From an optimization exercise on the open Yosys and OpenROAD flow, aimed at small area and a short achievable clock period; shortcuts taken in it are not production practice.
Where RTL was checked, it was by simulation tests only, not by an equivalence proof against the original.
Power figures rest on the tool's default switching activity, not on a simulated workload.

==> harbor <==
## bv_cp2
module bv_cp2 (
    input  wire        clk,
    input  wire        rst,         
    input  wire        issue,       
    input  wire [5:0]  op,          
    input  wire [23:0] ga,
    input  wire [23:0] gb,
    output reg         r1_valid,    
    output wire [23:0] r1_data,     
    output reg         r2_valid,    
    output reg  [23:0] r2_data,     
    output reg         r1_ill       
);
==> flow/config.mk <==
export PLATFORM = sky130hd
export DESIGN_NAME = bv_cp2
export DESIGN_NICKNAME = bv_cp2
export VERILOG_FILES = /design/flow/design.v
export SDC_FILE = /design/flow/constraint.sdc
export NUM_CORES = 4
export LEC_CHECK = 0
export CAP_MARGIN = 20
export CORE_MARGIN = 2
export CORE_UTILIZATION = 50
export PLACE_DENSITY = 0.75
export SLEW_MARGIN = 20
==> flow/constraint.sdc <==
create_clock -name core_clock -period 15.0 [get_ports {clk}]
set_input_delay 3.0000 -clock core_clock [delete_from_list [all_inputs] [get_ports {clk}]]
set_output_delay 3.0000 -clock core_clock [all_outputs]
set_load 0.01 [all_outputs]
standard.sh (not shown) runs the stock make flow with config.mk's settings and CLKGATE_MAP_FILE= SYNTH_SCRIPT=/design/flow/synth_recipe.tcl, a recipe that flattens the netlist after the stock synthesis.
==> flow/flow/run.sh <==
#!/bin/bash
# The standard layout (the standard.sh, its synthesis unchanged), with
# timing repair asked to leave a setup slack of at least SETUP_SLACK_MARGIN
# ns at the design's clock period: the design's paths are far shorter than
# the period, so without the margin the repair steps do nothing. Every port
# still gets its own buffer, a buf_2 rather than the flow's default choice
# of a delay cell.
# make's full output goes to flow.log; each step's log is under orfs/logs.
set -euo pipefail
bash standard.sh SETUP_SLACK_MARGIN=8.5 "BUFFER_PORTS_ARGS=-buffer_cell sky130_fd_sc_hd__buf_2" finish > flow.log 2>&1
==> violet (differences from harbor) <==
--- a/flow/flow/run.sh
+++ b/flow/flow/run.sh
@@ -8,3 +8,3 @@
 # make's full output goes to flow.log; each step's log is under orfs/logs.
 set -euo pipefail
-bash standard.sh SETUP_SLACK_MARGIN=8.5 "BUFFER_PORTS_ARGS=-buffer_cell sky130_fd_sc_hd__buf_2" finish > flow.log 2>&1
+bash standard.sh SETUP_SLACK_MARGIN=9 "BUFFER_PORTS_ARGS=-buffer_cell sky130_fd_sc_hd__buf_2" finish > flow.log 2>&1
==> flow_summary.ini <==
[placement]
place_ws_ps = 7470
place_congestion = 0.962

[outcome]
status = complete, no violations

[worst_setup_path]
critPathMaxFanout = 15

[finish]
utilization_pct = 54.1

[detailed_routing]
met3WireLength_mm = 11.8

[hold_path]
holdPathEnd = acc_im[21]
the above is filed under harbor

==> flow_summary.ini <==
[outcome]
status = complete, no violations

[detailed_routing]
totalWireLength_mm = 105
drtAntennaViolNets = 0

[clocking]
tritoncts = yes

[die]
num_tap_cells = 756

[hold_path]
holdPathEnd = acc_re[1]

[worst_setup_path]
critPathMaxFanout = 50

[sta]
clock_skew_ps = 26.8

[finish]
nNonClkInverters = 448

[synthesis]
synth_adder_area_share_pct = 26.5
the above is filed under violet


========
==> inputs of branch delta <==
bv_cp2, a different RTL version from the one above (not shown whole).
Settings: LEC_CHECK=0, CAP_MARGIN=20, CORE_MARGIN=2, CORE_UTILIZATION=50, PLACE_DENSITY=0.75, SLEW_MARGIN=20; clock period 15.0 ns.
==> flow/flow/run.sh <==
#!/bin/bash
# The standard layout (the standard.sh, its synthesis unchanged), with
# timing repair asked to leave a setup slack of at least SETUP_SLACK_MARGIN
# ns at the design's clock period: the design's paths are far shorter than
# the period, so without the margin the repair steps do nothing.
# make's full output goes to flow.log; each step's log is under orfs/logs.
set -euo pipefail
bash standard.sh SETUP_SLACK_MARGIN=8 finish > flow.log 2>&1
==> branch xenon: changes against branch delta <==
--- a/flow/design.v
+++ b/flow/design.v
@@ -37,46 +37,41 @@
     wire dec_pwr  = (op == 6'h06);
     wire dec_mac  = (op == 6'h07) || (op == 6'h08);
     wire dec_rd   = (op >= 6'h0A) && (op <= 6'h0F);
     wire dec_conj = (op == 6'h04) || (op == 6'h08) || (op == 6'h06);
     wire [11:0] gai = ga[23:12];
     wire [11:0] gaq = ga[11:0];
     wire [11:0] gbi = gb[23:12];
     wire [11:0] gbq = gb[11:0];
-    wire is_add  = (op[2:0] == 3'd0);
-    wire is_sub  = (op[2:0] == 3'd1);
-    wire is_conj = (op[2:0] == 3'd2);
-    wire [1:0] k = gb[1:0];
-    wire rot0 = (k == 2'd0);
-    wire rot1 = (k == 2'd1);
-    wire rot2 = (k == 2'd2);
-    wire rot3 = (k == 2'd3);
-    wire ab   = is_add | is_sub;
-    reg [11:0] xi, yi, xq, yq;
-    reg        si, sq;
+    wire [12:0] pai = {gai[11], gai};
+    wire [12:0] paq = {gaq[11], gaq};
+    wire [12:0] pbi = {gbi[11], gbi};
+    wire [12:0] pbq = {gbq[11], gbq};
+    wire [12:0] add_i = pai + pbi;
+    wire [12:0] add_q = paq + pbq;
+    wire [12:0] sub_i = pai - pbi;
+    wire [12:0] sub_q = paq - pbq;
+    wire [12:0] neg_i = -pai;
+    wire [12:0] neg_q = -paq;
+    reg [12:0] r1i, r1q;
     always @* begin
-        if (op[2]) begin                  
-            xi = rot0 ? gai : rot3 ? gaq : 12'd0;
-            yi = rot1 ? gaq : rot2 ? gai : 12'd0;
-            si = rot1 | rot2;
-            xq = rot0 ? gaq : rot1 ? gai : 12'd0;
-            yq = rot2 ? gaq : rot3 ? gai : 12'd0;
-            sq = rot2 | rot3;
-        end else begin                    
-            xi = gai;
-            yi = ab ? gbi : 12'd0;
-            si = is_sub;
-            xq = is_conj ? 12'd0 : gaq;
-            yq = is_conj ? gaq : gbq;
-            sq = is_sub | is_conj;
-        end
+        case (op[2:0])
+            3'd0: begin r1i = add_i; r1q = add_q; end         
+            3'd1: begin r1i = sub_i; r1q = sub_q; end         
+            3'd2: begin r1i = pai;   r1q = neg_q; end         
+            default:                                          
+                case (gb[1:0])
+                    2'd0: begin r1i = pai;   r1q = paq;   end
+                    2'd1: begin r1i = neg_q; r1q = pai;   end
+                    2'd2: begin r1i = neg_i; r1q = neg_q; end
+                    default: begin r1i = paq; r1q = neg_i; end
+                endcase
+        endcase
     end
-    wire [12:0] r1i = {xi[11], xi} + ({yi[11], yi} ^ {13{si}}) + {12'd0, si};
-    wire [12:0] r1q = {xq[11], xq} + ({yq[11], yq} ^ {13{sq}}) + {12'd0, sq};
     wire [23:0] gy = dec_pwr ? ga : gb;
     wire [12:0] gyi = {gy[23:12], 1'b0};
     wire [12:0] gyq = {gy[11:0], 1'b0};
     reg  [5:0]  d_one_i, d_two_i, d_neg_i, d_one_q, d_two_q, d_neg_q;
     integer n;
     wire dec_x = dec_mul | dec_pwr | dec_mac;
     always @* begin
         for (n = 0; n < 6; n = n + 1) begin
==> flow/run.sh (new file) <==
#!/bin/bash
# synth_recipe.tcl (not shown) runs the flow's synth.tcl, then flattens the netlist and writes it again
# the make line also repeats each setting of config.mk as NAME=value (left out here)
make -C /OpenROAD-flow-scripts/flow DESIGN_CONFIG=/design/flow/config.mk WORK_HOME=/design/flow/orfs CLKGATE_MAP_FILE= SYNTH_SCRIPT=/design/flow/synth_recipe.tcl finish
CORE_UTILIZATION = 30   (was 50)
PLACE_DENSITY = default   (was 0.75)
removed: flow/flow/run.sh
removed: flow/standard.sh
==> branch willow: changes against branch delta <==
--- a/flow/design.v
+++ b/flow/design.v
@@ -37,46 +37,41 @@
     wire dec_pwr  = (op == 6'h06);
     wire dec_mac  = (op == 6'h07) || (op == 6'h08);
     wire dec_rd   = (op >= 6'h0A) && (op <= 6'h0F);
     wire dec_conj = (op == 6'h04) || (op == 6'h08) || (op == 6'h06);
     wire [11:0] gai = ga[23:12];
     wire [11:0] gaq = ga[11:0];
     wire [11:0] gbi = gb[23:12];
     wire [11:0] gbq = gb[11:0];
-    wire is_add  = (op[2:0] == 3'd0);
-    wire is_sub  = (op[2:0] == 3'd1);
-    wire is_conj = (op[2:0] == 3'd2);
-    wire [1:0] k = gb[1:0];
-    wire rot0 = (k == 2'd0);
-    wire rot1 = (k == 2'd1);
-    wire rot2 = (k == 2'd2);
-    wire rot3 = (k == 2'd3);
-    wire ab   = is_add | is_sub;
-    reg [11:0] xi, yi, xq, yq;
-    reg        si, sq;
+    wire [12:0] pai = {gai[11], gai};
+    wire [12:0] paq = {gaq[11], gaq};
+    wire [12:0] pbi = {gbi[11], gbi};
+    wire [12:0] pbq = {gbq[11], gbq};
+    wire [12:0] add_i = pai + pbi;
+    wire [12:0] add_q = paq + pbq;
+    wire [12:0] sub_i = pai - pbi;
+    wire [12:0] sub_q = paq - pbq;
+    wire [12:0] neg_i = -pai;
+    wire [12:0] neg_q = -paq;
+    reg [12:0] r1i, r1q;
     always @* begin
-        if (op[2]) begin                  
-            xi = rot0 ? gai : rot3 ? gaq : 12'd0;
-            yi = rot1 ? gaq : rot2 ? gai : 12'd0;
-            si = rot1 | rot2;
-            xq = rot0 ? gaq : rot1 ? gai : 12'd0;
-            yq = rot2 ? gaq : rot3 ? gai : 12'd0;
-            sq = rot2 | rot3;
-        end else begin                    
-            xi = gai;
-            yi = ab ? gbi : 12'd0;
-            si = is_sub;
-            xq = is_conj ? 12'd0 : gaq;
-            yq = is_conj ? gaq : gbq;
-            sq = is_sub | is_conj;
-        end
+        case (op[2:0])
+            3'd0: begin r1i = add_i; r1q = add_q; end         
+            3'd1: begin r1i = sub_i; r1q = sub_q; end         
+            3'd2: begin r1i = pai;   r1q = neg_q; end         
+            default:                                          
+                case (gb[1:0])
+                    2'd0: begin r1i = pai;   r1q = paq;   end
+                    2'd1: begin r1i = neg_q; r1q = pai;   end
+                    2'd2: begin r1i = neg_i; r1q = neg_q; end
+                    default: begin r1i = paq; r1q = neg_i; end
+                endcase
+        endcase
     end
-    wire [12:0] r1i = {xi[11], xi} + ({yi[11], yi} ^ {13{si}}) + {12'd0, si};
-    wire [12:0] r1q = {xq[11], xq} + ({yq[11], yq} ^ {13{sq}}) + {12'd0, sq};
     wire [23:0] gy = dec_pwr ? ga : gb;
     wire [12:0] gyi = {gy[23:12], 1'b0};
     wire [12:0] gyq = {gy[11:0], 1'b0};
     reg  [5:0]  d_one_i, d_two_i, d_neg_i, d_one_q, d_two_q, d_neg_q;
     integer n;
     wire dec_x = dec_mul | dec_pwr | dec_mac;
     always @* begin
         for (n = 0; n < 6; n = n + 1) begin
==> flow/run.sh (new file) <==
#!/bin/bash
# synth_recipe.tcl (not shown) runs the flow's synth.tcl, then flattens the netlist and writes it again
# the make line also repeats each setting of config.mk as NAME=value (left out here)
make -C /OpenROAD-flow-scripts/flow DESIGN_CONFIG=/design/flow/config.mk WORK_HOME=/design/flow/orfs CLKGATE_MAP_FILE= SYNTH_SCRIPT=/design/flow/synth_recipe.tcl finish
removed: flow/flow/run.sh
removed: flow/standard.sh
==> summary of the runs <==
- Branch willow produced a clean layout. Branch delta completed with no timing, DRC or antenna violations. Branch xenon completed without violations.
- The lowest combinational power belongs to branch delta, the highest to branch xenon.
- The highest worst setup slack belongs to branch delta, the lowest to branch xenon.
- Of branch delta and branch xenon, branch xenon has the higher via count (gap about 6%, measured against branch xenon).
- In sequential power, branch delta and branch xenon hardly differ.
- Wire length: branch delta < branch willow < branch xenon.
- Fmax: branch willow is lower than branch delta (9.4%).
- Of branch xenon and branch delta, branch xenon has the higher cell area (gap 5.9%, measured against branch delta).
The RTL of branch xenon and branch willow was laid out without a check of its function.

## what the ideal ports hide
How much do the figures lean on ideal ports? The routed layouts below were timed once more, with nothing changed but the port constraints.
Step 1 assumes that a clkbuf_16 drives the clock port and a buf_2 every other input.
Step 2 adds t to the input delays and takes it off the output delays; t is the mean of the earliest and latest rising clock arrival at the registers after step 1. Input paths then give back, and output paths get back, about the clock's delay inside the block.
Slacks: ideal ports / drivers / drivers and shift; pairs: ideal ports / drivers.
run	shift t [ns]	setup WS [ns]	worst setup path after step 2	worst data-port slew with drivers (ns)
harbor	0.639	8.634 / 8.634 / 8.198	input to register	0.05
violet	0.631	8.936 / 8.936 / 8.622	input to register	0.05
branch delta	0.542	8.237 / 8.258 / 7.729	input to register	0.06
branch xenon	0.579	7.461 / 7.461 / 7.461	register to register	0.07
branch willow	0.538	7.532 / 7.532 / 7.532	register to register	0.05
After both steps every run listed still meets setup and hold. The setup slack of branch delta, which loses most, moves by +0.021 ns with the drivers and by -0.508 ns with both steps.
